Background: an optimization exercise with open tools, aiming at small area, a short achievable clock period and few clock cycles per item. Do not read the settings as production practice.
Function was checked by simulation only, so behaviour that the tests miss may differ from the original.
Power figures rest on the tool's default switching activity, not on a simulated workload.

## design/flow/design.v

```verilog
module law_div (
    input  wire        clk,
    input  wire        rst,
    input  wire        start,
    input  wire [52:0] n,
    input  wire [25:0] d,
    output reg         done,
    output reg  [27:0] q
);
    reg        busy;
    reg [4:0]  cnt;
    reg [26:0] rem;
    reg [27:0] lo;
    reg [25:0] dq;
    wire [27:0] rem_sh = {rem, lo[27]};
    wire        ge     = rem_sh >= {2'b00, dq};
    always @(posedge clk) begin
        if (rst) begin
            busy <= 1'b0;
            done <= 1'b0;
            cnt  <= 5'd0;
            rem  <= 27'd0;
            lo   <= 28'd0;
            dq   <= 26'd0;
            q    <= 28'd0;
        end else begin
            done <= 1'b0;
            if (start) begin
                dq <= d;
                if ({2'b00, n[52:28]} >= {1'b0, d}) begin
                    q    <= {28{1'b1}};
                    done <= 1'b1;
                end else begin
                    busy <= 1'b1;
                    cnt  <= 5'd27;
                    rem  <= {2'b00, n[52:28]};
                    lo   <= n[27:0];
                    q    <= 28'd0;
                end
            end else if (busy) begin
                if (ge) begin
                    rem <= rem_sh[26:0] - {1'b0, dq};
                    q   <= {q[26:0], 1'b1};
                end else begin
                    rem <= rem_sh[26:0];
                    q   <= {q[26:0], 1'b0};
                end
                lo  <= {lo[26:0], 1'b0};
                cnt <= cnt - 5'd1;
                if (cnt == 5'd0) begin
                    busy <= 1'b0;
                    done <= 1'b1;
                end
            end
        end
    end
endmodule
module rail_law (
    input  wire               clk,
    input  wire               rst,
    input  wire               start,
    input  wire               op_start,
    output wire               ready,
    output reg                done,
    input  wire signed [23:0] e_in,
    input  wire [15:0]        v_mv,
    input  wire [15:0]        vbus_mv,
    input  wire [17:0]        i_ma,
    input  wire [17:0]        ilim_ma,
    input  wire [23:0]        pin_mw,
    input  wire [23:0]        pshare_mw,
    input  wire               pshare_ok,
    input  wire [15:0]        tstage,
    input  wire [5:0]         n_act,
    input  wire               slam_en,
    input  wire               iloop_en,
    input  wire               ploop_en,
    input  wire               tloop_en,
    input  wire               vnorm,
    input  wire [1:0]         band_qual,
    input  wire [23:0]        band_out,
    input  wire [23:0]        band_in,
    input  wire [15:0]        slam_max,
    input  wire [15:0]        dmax,
    input  wire [15:0]        vbus_ref_mv,
    input  wire [9:0]         rloss,
    input  wire [15:0]        tlim,
    input  wire signed [31:0] b0,
    input  wire signed [31:0] b1,
    input  wire signed [31:0] b2,
    input  wire signed [31:0] a1,
    input  wire signed [31:0] a2,
    input  wire [31:0]        kp_i,
    input  wire [31:0]        ki_i,
    input  wire [31:0]        kp_p,
    input  wire [31:0]        ki_p,
    input  wire [31:0]        kp_t,
    input  wire [31:0]        ki_t,
    output reg  [15:0]        d_rail,
    output reg  [1:0]         regime,
    output reg  [1:0]         loop,
    output reg                armed,
    output reg  [15:0]        slam_frames,
    output reg  [31:0]        slam_events,
    output reg  [31:0]        slam_timeouts,
    output reg  [31:0]        limit_frames
);
    localparam [1:0] R_LIN = 2'd0, R_UP = 2'd1, R_DN = 2'd2;
    localparam [4:0] S_IDLE  = 5'd0,
                     S_GDIV  = 5'd1,
                     S_GWAIT = 5'd2,
                     S_PMUL  = 5'd3,
                     S_PDIV1 = 5'd4,
                     S_PWT1  = 5'd5,
                     S_PDIV2 = 5'd6,
                     S_PWT2  = 5'd7,
                     S_PEND  = 5'd8,
                     S_REG   = 5'd9,
                     S_C0    = 5'd10,
                     S_C1    = 5'd11,
                     S_C2    = 5'd12,
                     S_C3    = 5'd13,
                     S_C4    = 5'd14,
                     S_C5    = 5'd15,
                     S_L0    = 5'd16,
                     S_L1    = 5'd17,
                     S_L2    = 5'd18,
                     S_SEL   = 5'd19;
    reg [4:0] state;
    assign ready = (state == S_IDLE);
    reg [2:0]          up_cnt, dn_cnt;
    reg                slam_en_q;
    reg signed [23:0]  e1, e2;
    reg signed [31:0]  f1, f2;
    reg signed [31:0]  s_q;             
    reg signed [25:0]  ep [0:2];        
    reg [2:0]          epv;             
    reg                first;           
    reg                pre_start;       
    reg [1:0]          new_reg;
    reg [17:0]         g_q;             
    reg [27:0]         x_q;             
    reg signed [67:0]  acc;
    reg signed [31:0]  tb_q;            
    reg signed [31:0]  f_q;             
    reg signed [31:0]  inc_q;           
    reg signed [31:0]  dem [0:3];
    reg [1:0]          lk;              
    function signed [31:0] sat32;
        input signed [67:0] x;
        begin
            if (x > 68'sh0_0000_0000_7FFF_FFFF)
                sat32 = 32'sh7FFF_FFFF;
            else if (x < -68'sh0_0000_0000_8000_0000)
                sat32 = -32'sh8000_0000;
            else
                sat32 = x[31:0];
        end
    endfunction
    wire [24:0] dmax_frac = (dmax == 16'hFFFF) ? 25'h100_0000 : {1'b0, dmax, 8'h00};
    reg  signed [32:0] ma, mb;
    wire signed [65:0] prod = ma * mb;
    wire signed [67:0] prod_x = {{2{prod[65]}}, prod};
    wire signed [25:0] err_i = $signed({8'd0, ilim_ma}) - $signed({8'd0, i_ma});
    wire signed [25:0] err_p = $signed({2'd0, pshare_mw}) - $signed({2'd0, pin_mw});
    wire signed [25:0] err_t = $signed({10'd0, tlim}) - $signed({10'd0, tstage});
    wire [2:0]         part  = {tloop_en, ploop_en & pshare_ok, iloop_en};
    reg signed [25:0] err_k;
    reg [31:0]        kp_k, ki_k;
    always @* begin
        case (lk)
            2'd0:    begin err_k = err_i; kp_k = kp_i; ki_k = ki_i; end
            2'd1:    begin err_k = err_p; kp_k = kp_p; ki_k = ki_p; end
            default: begin err_k = err_t; kp_k = kp_t; ki_k = ki_t; end
        endcase
    end
    wire signed [25:0] prev_k  = epv[lk] ? ep[lk] : err_k;
    wire signed [26:0] derr_k  = err_k - prev_k;
    always @* begin
        ma = 33'sd0;
        mb = 33'sd0;
        case (state)
            S_PMUL: begin ma = {23'd0, rloss}; mb = pre_start ? 33'sd0 : {15'd0, i_ma}; end
            S_C0:   begin ma = {b0[31], b0}; mb = {{9{e_in[23]}}, e_in}; end
            S_C1:   begin ma = {b1[31], b1}; mb = {{9{e1[23]}}, e1}; end
            S_C2:   begin ma = {b2[31], b2}; mb = {{9{e2[23]}}, e2}; end
            S_C3:   begin ma = {a1[31], a1}; mb = {f1[31], f1}; end
            S_C4:   begin ma = {a2[31], a2}; mb = {f2[31], f2}; end
            S_C5:   begin ma = {15'd0, g_q}; mb = {f_q[31], f_q}; end
            S_L0:   begin ma = {1'b0, kp_k}; mb = {{6{derr_k[26]}}, derr_k}; end
            S_L1:   begin ma = {1'b0, ki_k}; mb = {{7{err_k[25]}}, err_k}; end
            S_L2:   begin ma = {15'd0, g_q}; mb = {inc_q[31], inc_q}; end
            default: ;
        endcase
    end
    reg         div_start;
    reg  [52:0] div_n;
    reg  [25:0] div_d;
    wire        div_done;
    wire [27:0] div_q;
    law_div u_div (
        .clk  (clk),
        .rst  (rst),
        .start(div_start),
        .n    (div_n),
        .d    (div_d),
        .done (div_done),
        .q    (div_q)
    );
    wire [15:0] vbus_nz = (vbus_mv == 16'd0) ? 16'd1 : vbus_mv;
    wire [5:0]  n_nz    = (n_act == 6'd0) ? 6'd1 : n_act;
    wire [28:0] pre_num = v_mv * 29'd1000 + {1'b0, x_q};
    always @* begin
        div_start = 1'b0;
        div_n     = 53'd0;
        div_d     = 26'd1;
        case (state)
            S_GDIV: begin
                div_start = 1'b1;
                div_n     = {21'd0, vbus_ref_mv, 16'd0};
                div_d     = {10'd0, vbus_nz};
            end
            S_PDIV1: begin
                div_start = 1'b1;
                div_n     = {25'd0, x_q};
                div_d     = {20'd0, n_nz};
            end
            S_PDIV2: begin
                div_start = 1'b1;
                div_n     = {pre_num, 24'd0};
                div_d     = vbus_nz * 26'd1000;
            end
            default: ;
        endcase
    end
    wire signed [24:0] e_x     = {e_in[23], e_in};
    wire        [24:0] e_abs   = e_in[23] ? -e_x : e_x;
    wire               in_band  = e_abs <= {1'b0, band_in};
    wire               above   = e_x > $signed({1'b0, band_out});
    wire               below   = e_x < -$signed({1'b0, band_out});
    wire [2:0]         up_n    = above ? ((up_cnt == 3'd4) ? 3'd4 : up_cnt + 3'd1) : 3'd0;
    wire [2:0]         dn_n    = below ? ((dn_cnt == 3'd4) ? 3'd4 : dn_cnt + 3'd1) : 3'd0;
    wire [2:0]         bq      = {1'b0, band_qual} + 3'd1;
    wire               up_q    = up_n >= bq;
    wire               dn_q    = dn_n >= bq;
    reg        [1:0]  win;
    reg signed [31:0] wdem;
    integer k;
    always @* begin
        win  = 2'd0;
        wdem = dem[0];
        for (k = 1; k < 4; k = k + 1)
            if (part[k-1] && dem[k] < wdem) begin
                win  = k[1:0];
                wdem = dem[k];
            end
    end
    wire signed [31:0] dsel    = (wdem < 0) ? 32'sd0 :
                                 (wdem > $signed({7'd0, dmax_frac})) ? $signed({7'd0, dmax_frac}) : wdem;
    wire        [24:0] d_sum   = dsel[24:0] + 25'd128;
    wire        [16:0] d_round = d_sum[24:8];
    wire        [15:0] d16     = ((dmax == 16'hFFFF) && (dsel >= 32'sh0100_0000)) ? 16'hFFFF :
                                 (d_round > 17'h0FFFF) ? 16'hFFFF : d_round[15:0];
    wire [27:0] pre_q = (div_q > {3'd0, dmax_frac}) ? {3'd0, dmax_frac} : div_q;
    always @(posedge clk) begin
        if (rst) begin
            state         <= S_IDLE;
            done          <= 1'b0;
            d_rail        <= 16'd0;
            regime        <= R_LIN;
            loop          <= 2'd0;
            armed         <= 1'b0;
            slam_frames   <= 16'd0;
            slam_events   <= 32'd0;
            slam_timeouts <= 32'd0;
            limit_frames  <= 32'd0;
            up_cnt        <= 3'd0;
            dn_cnt        <= 3'd0;
            slam_en_q     <= 1'b0;
            e1            <= 24'sd0;
            e2            <= 24'sd0;
            f1            <= 32'sd0;
            f2            <= 32'sd0;
            s_q           <= 32'sd0;
            ep[0]         <= 26'sd0;
            ep[1]         <= 26'sd0;
            ep[2]         <= 26'sd0;
            epv           <= 3'd0;
            first         <= 1'b0;
            pre_start     <= 1'b0;
            new_reg       <= R_LIN;
            g_q           <= 18'd0;
            x_q           <= 28'd0;
            acc           <= 68'sd0;
            tb_q          <= 32'sd0;
            f_q           <= 32'sd0;
            inc_q         <= 32'sd0;
            dem[0]        <= 32'sd0;
            dem[1]        <= 32'sd0;
            dem[2]        <= 32'sd0;
            dem[3]        <= 32'sd0;
            lk            <= 2'd0;
        end else begin
            done <= 1'b0;
            case (state)
                S_IDLE: if (start) begin
                    first <= op_start;
                    state <= S_GDIV;
                end
                S_GDIV: state <= S_GWAIT;
                S_GWAIT: if (div_done) begin
                    if (!vnorm)
                        g_q <= 18'h1_0000;
                    else if (div_q < 28'h000_8000)
                        g_q <= 18'h0_8000;
                    else if (div_q > 28'h002_0000)
                        g_q <= 18'h2_0000;
                    else
                        g_q <= div_q[17:0];
                    if (first) begin
                        regime      <= R_LIN;
                        armed       <= 1'b0;
                        slam_frames <= 16'd0;
                        up_cnt      <= 3'd0;
                        dn_cnt      <= 3'd0;
                        slam_en_q   <= slam_en;
                        loop        <= 2'd0;
                        d_rail      <= 16'd0;
                        pre_start   <= 1'b1;
                        state       <= S_PMUL;
                    end else begin
                        state <= S_REG;
                    end
                end
                S_PMUL: begin
                    x_q   <= prod[27:0];
                    state <= S_PDIV1;
                end
                S_PDIV1: state <= S_PWT1;
                S_PWT1: if (div_done) begin
                    x_q   <= div_q;
                    state <= S_PDIV2;
                end
                S_PDIV2: state <= S_PWT2;
                S_PWT2: if (div_done) begin
                    s_q   <= {4'd0, pre_q};
                    e1    <= e_in;
                    e2    <= e_in;
                    f1    <= 32'sd0;
                    f2    <= 32'sd0;
                    epv   <= 3'd0;
                    state <= S_PEND;
                end
                S_PEND: begin
                    if (pre_start) begin
                        pre_start <= 1'b0;
                        state     <= S_REG;
                    end else if (new_reg == R_DN) begin
                        done  <= 1'b1;
                        state <= S_IDLE;
                    end else begin
                        state <= (new_reg == R_LIN) ? S_C0 : S_L0;
                    end
                end
                S_REG: begin : regime_step
                    reg [1:0] nr;
                    reg       arm;
                    reg       pre;
                    nr  = regime;
                    arm = armed;
                    pre = 1'b0;
                    if (slam_en_q && !slam_en) begin
                        pre = (regime != R_LIN);
                        nr  = R_LIN;
                        arm = 1'b0;
                    end else if (regime == R_LIN) begin
                        if (!armed) begin
                            if (in_band)
                                arm = 1'b1;
                        end else if (slam_en && up_q)
                            nr = R_UP;
                        else if (slam_en && dn_q)
                            nr = R_DN;
                    end else if (in_band) begin
                        pre = 1'b1;
                        nr  = R_LIN;
                        arm = 1'b1;
                    end else if (slam_frames >= slam_max) begin
                        pre = 1'b1;
                        nr  = R_LIN;
                        arm = 1'b0;
                        if (slam_timeouts != 32'hFFFF_FFFF)
                            slam_timeouts <= slam_timeouts + 32'd1;
                    end else if (regime == R_UP && dn_q)
                        nr = R_DN;
                    else if (regime == R_DN && up_q)
                        nr = R_UP;
                    slam_en_q <= slam_en;
                    up_cnt    <= up_n;
                    dn_cnt    <= dn_n;
                    if (nr != regime && nr != R_LIN && slam_events != 32'hFFFF_FFFF)
                        slam_events <= slam_events + 32'd1;
                    if (nr != R_LIN)
                        slam_frames <= (slam_frames == 16'hFFFF) ? 16'hFFFF : slam_frames + 16'd1;
                    else
                        slam_frames <= 16'd0;
                    regime  <= nr;
                    armed   <= arm;
                    new_reg <= nr;
                    if (pre)
                        state <= S_PMUL;
                    else if (nr == R_DN) begin
                        done  <= 1'b1;
                        state <= S_IDLE;
                    end else
                        state <= (nr == R_LIN) ? S_C0 : S_L0;
                    dem[0] <= {7'd0, dmax_frac};
                    lk     <= 2'd0;
                end
                S_C0: begin acc <= prod_x;       state <= S_C1; end
                S_C1: begin acc <= acc + prod_x; state <= S_C2; end
                S_C2: begin
                    tb_q  <= sat32((acc + prod_x) >>> 24);
                    state <= S_C3;
                end
                S_C3: begin acc <= prod_x;       state <= S_C4; end
                S_C4: begin
                    f_q   <= sat32($signed({{36{tb_q[31]}}, tb_q}) - ((acc + prod_x) >>> 29));
                    state <= S_C5;
                end
                S_C5: begin
                    dem[0] <= sat32($signed({{36{s_q[31]}}, s_q}) + (prod_x >>> 16));
                    state  <= S_L0;
                    lk     <= 2'd0;
                end
                S_L0: begin acc <= prod_x; state <= S_L1; end
                S_L1: begin
                    inc_q <= sat32((acc + prod_x) >>> 16);
                    state <= S_L2;
                end
                S_L2: begin
                    dem[lk + 2'd1] <= sat32($signed({{36{s_q[31]}}, s_q}) + (prod_x >>> 16));
                    if (part[lk]) begin
                        ep[lk]  <= err_k;
                        epv[lk] <= 1'b1;
                    end else begin
                        epv[lk] <= 1'b0;
                    end
                    if (lk == 2'd2)
                        state <= S_SEL;
                    else begin
                        lk    <= lk + 2'd1;
                        state <= S_L0;
                    end
                end
                S_SEL: begin
                    s_q    <= dsel;
                    loop   <= win;
                    d_rail <= d16;
                    if (win != 2'd0 && limit_frames != 32'hFFFF_FFFF)
                        limit_frames <= limit_frames + 32'd1;
                    if (new_reg == R_LIN) begin
                        e2 <= e1;
                        e1 <= e_in;
                        f2 <= f1;
                        f1 <= f_q;
                    end
                    done  <= 1'b1;
                    state <= S_IDLE;
                end
                default: state <= S_IDLE;
            endcase
        end
    end
endmodule
```

## design/flow/run.sh

```bash
#!/bin/bash
# synth_recipe.tcl (not shown) runs the flow's synth.tcl, then flattens the netlist and writes it again
# the make line also repeats each setting of config.mk as NAME=value (left out here)
make -C /OpenROAD-flow-scripts/flow DESIGN_CONFIG=/design/flow/config.mk WORK_HOME=/design/flow/orfs CLKGATE_MAP_FILE= SYNTH_SCRIPT=/design/flow/synth_recipe.tcl finish
```

## design/flow/config.mk

```make
export PLATFORM = sky130hd
export DESIGN_NAME = rail_law
export DESIGN_NICKNAME = rail_law
export VERILOG_FILES = /design/flow/design.v
export SDC_FILE = /design/flow/constraint.sdc
export NUM_CORES = 4
export LEC_CHECK = 0
export CAP_MARGIN = 20
export CORE_MARGIN = 2
export CORE_UTILIZATION = 40
export PLACE_DENSITY = 0.6
export SLEW_MARGIN = 20
```

## design/flow/constraint.sdc

```tcl
create_clock -name core_clock -period 28.0 [get_ports {clk}]
set_input_delay 5.6000 -clock core_clock [delete_from_list [all_inputs] [get_ports {clk}]]
set_output_delay 5.6000 -clock core_clock [all_outputs]
set_load 0.01 [all_outputs]
```

==> summary.txt <==
Outcome
  • Outcome: finished clean

STA
  • Final-report max-slew violation count: 0
  • Tightest Pin Transition: about 1.2 ns
  • Final worst path period share: roughly 96%
  • Slew HR: 18.1%
  • Total negative slack: 0 ns
  • Hold slack: roughly 0.45 ns
  • Unrepaired setup endpoints after global routing: false
  • Final hold violations: 0
  • F_max: 37.2 MHz
  • Final setup viols: 0
  • Period minus WS final: 26.86 ns
  • Setup Skew: 0.100 ns

Power
  • Lkg Pwr: 54.2 nW
  • VDD IR-drop max: 0.0000616 V
  • PwrDens: 42.0 mW/mm^2

Drt
  • Via count: approximately 94000
  • Final ANT Viol Nets: 0
  • WL/cell: about 24 microns
  • DRC: 0
  • Iter 0 DRT Violations: approximately 9000
  • DR pass1 iterations: 9
  • Via density: 5.66
  • Detailed Route WL: about 390 mm

Die
  • Die width: a little over 500 microns
  • Num ports: 783
  • Die Ht: 516 microns
  • Initial core utilization: 40.3%
  • Row count: 187
  • Die area: roughly 0.27 sq mm
  • Core Footprint: ~0.26 sq mm

Synth
  • Dominant cell by count in the synthesized netlist: inv_1
  • Ys flop type: dfxtp_1
  • Number of synthesized flops with an enable pin: 228
  • Async SR Flop Fraction: 0%
  • Mapped Cells: about 13000
  • Syn_area_per_cell: 8.38 sq um
  • Synth area leaders: fa_1 (24%), dfxtp_1 (12%), ha_1 (10%)
  • Post-Syn Nets: 15300
  • Share of the synthesized area in the top cell type: 24.1%
  • #FFs+latches synth: 854
  • Largest area contributor in the netlist: fa_1
  • Sequential area share after synthesis: 18.5%
  • Yosys cell types: 109
  • Synth top cells by count: inv_1 (1676), nand2_1 (1657), fa_1 (1261)
  • Mapped cell area: 0.105 sq mm
  • YS warnings: 2

Setup path
  • Reg2Reg Depth: 73
  • R2R Path End: f_q[28]
  • Max incr delay on CP: a little over 0.7 ns
  • Slowest CP cell: o21ai_1
  • Critical path arrival: roughly 27 ns
  • Critical Path End Type: flip-flop
  • CP required: 28.53 ns
  • R2r setup slk: 5.22 ns
  • CP dominant cell by count: fa_1
  • Worst Setup Start Kind: input port
  • Reg-to-reg startpoint: lk[1]
  • Crit Path Max Fanout: 27
  • Crit Path Class: in2reg

Final layout
  • Final #Nets: roughly 16000
  • Largest regs: dem (128), ep (100), acc (68)
  • Fin util: between 40% and 50%
  • Final Non-Filler Cells: 16600
  • Reg with most FFs: dem
  • Synthesis-to-layout area growth: 15.2%
  • Largest register FFs: 128
  • Share of layout cells above drive strength 1: around 5.2%

Min path
  • Hold-critical path depth: 2
  • Hold Path Sink: f2[19]
  • Worst hold path type: reg2reg
  • Hold Crit Start: f1[19]

Clocking
  • TritonCTS clock tree: yes
  • Worst-Skew Late Latency: 0.78 ns
  • Number of buffers on the longest clock path: 3
  • Hold-fix buffers, CTS: 0
  • CTS sink count: 854
  • Number of CTS-inserted buffers: 105
  • H-tree levels: 3
  • CTS root buf: clkbuf_16
  • Clk slew on worst S/H paths: approximately 0.060 ns

Global route
  • GR Overflow Total: 0
  • First-pass GRT wire length: between 500 and 600 mm
  • Largest net degree at the start of global routing: 89
  • Vias in the first global route: 91000
  • GR Util All Layers: 29.0%
  • Antenna violations before repair: 38

Placed design
  • IO buf count: around 780
  • Hpwl dp: 311 mm
  • Placer Congestion: between 0.9 and 1
  • DP Cell Count: 16400

Job
  • Max cap viols: 0
-- area by class of cell --
cell class	instances	area, sq um
clock inverters	51	723
diodes	15	37.5
inverters	1677	6300
fillers	25700	139000
flip-flops and latches	854	19400
well taps	3496	4370
clock buffers	140	3000
multi-input cells	9328	77200
repair buffers	1043	9820
-- power breakdown --
| group | internal, mW | switching (mW) | total [mW] |
|---|---|---|---|
| combinational | 0.852 | 1.29 | 2.14 |
| sequential | 1.34 | 0.113 | 1.45 |
| clock | 0.875 | 0.607 | 1.48 |
| total | 3.07 | 2.01 | 5.07 |
-- repair_timing --
action | 4_1_cts | 5_1_grt
gates resized for setup | 0 | 2
buffers inserted | 0 | 1
endpoints found under the setup margin | 0 | 31
-- metrics by stage --
step,power (mW),cell area [sq um],worst slack (ns)
3_3_place_gp,3.56,117000,0.826
5_1_grt,5.39,121000,0.0447
3_5_place_dp,3.57,117000,0.658
6_report,5.07,121000,1.14
2_1_floorplan,2.92,105000,4.31
4_1_cts,5.06,121000,1.30
-- logic make-up after synthesis --
group | after synthesis | synth area share (%)
flip-flops | 854 | 18.5
adder cells (fa/ha/maj) | 2122 | 34.3
XOR/XNOR | 414 | 3.47
AND/OR/NAND/NOR | 4055 | 17.3
AO/OA/AOI/OAI | 2634 | 16.7
multiplexers | 102 | 1.29
buffers and inverters | 2332 | 8.40
-- per-layer routing --
layer  wire (microns)  share of wire (%)  track usage, %
met1           164000                 42            39.0
met2           173000                 44            44.7
met3            31800                8.1            4.78
met4            23000                5.9            15.0
met5               92              0.023               0
-- cells in the final DEF, fill, tap and decap left out, types with 109 or more instances in the layout --
| cell type | count |
|---|---|
| dfxtp_1 | 624 |
| a21o_1 | 213 |
| fa_1 | 1261 |
| nor2_1 | 1075 |
| edfxtp_1 | 228 |
| a22oi_1 | 208 |
| xor2_1 | 131 |
| ha_1 | 852 |
| nor3_1 | 220 |
| inv_1 | 1675 |
| and2_1 | 196 |
| xnor2_1 | 281 |
| nand2b_1 | 109 |
| buf_4 | 259 |
| nand2_1 | 1652 |
| nand3_1 | 252 |
| o21ai_0 | 370 |
| a21oi_1 | 844 |
| clkdlybuf4s50_1 | 781 |
-- how the worst max path moves through the flow --
stage | from | to | cells after the start
detailed placement | pin_mw[1] | f_q[15] | 84
global route | pin_mw[2] | f_q[19] | 78
finish | pin_mw[1] | f_q[28] | 76
floorplan | ilim_ma[0] | f_q[15] | 86
global placement | pin_mw[1] | f_q[15] | 82
CTS | pin_mw[1] | f_q[28] | 84
-- critical path: cells and delay by family --
kind,cells,cell delay (ns)
buf+inv,7,1.20
compound gates,30,7.91
xor+xnor,2,0.96
fa+ha+maj,15,6.48
simple gates,21,4.72
mux,1,0.43
Testbench counts, summed over its fixed seeds: cycles 458,322, frames 9,600.

static timing again, ports no longer ideal:
The flow's constraints put no driver on any port. The routed layout listed below was extracted and timed again, unchanged, in two steps. Step 1 (the two cells are an assumption about what drives the block):
set clk [get_ports {clk}]
set_driving_cell -lib_cell sky130_fd_sc_hd__clkbuf_16 $clk
set_driving_cell -lib_cell sky130_fd_sc_hd__buf_2 [delete_from_list [all_inputs] $clk]
Step 2 moves the port delays by t, midway between the first and last clock arrival at a register: inputs arrive t later, outputs are due t later. That takes back most of the time a late clock gives input paths. a / b / c = ideal / step 1 / step 2; a / b = the first two.
t, ns: 0.822
slack for setup (ns): 1.141 / 1.205 / 0.384
hold slack, ns: 0.447 / 0.447 / 0.447
latest minus earliest clock arrival (ns): 0.103 / 0.103
worst slew at a driven data input, ns: 0.23
After both steps this run still meets setup and hold. The setup slack of this run moves by +0.064 ns with the drivers and by -0.757 ns with both steps.
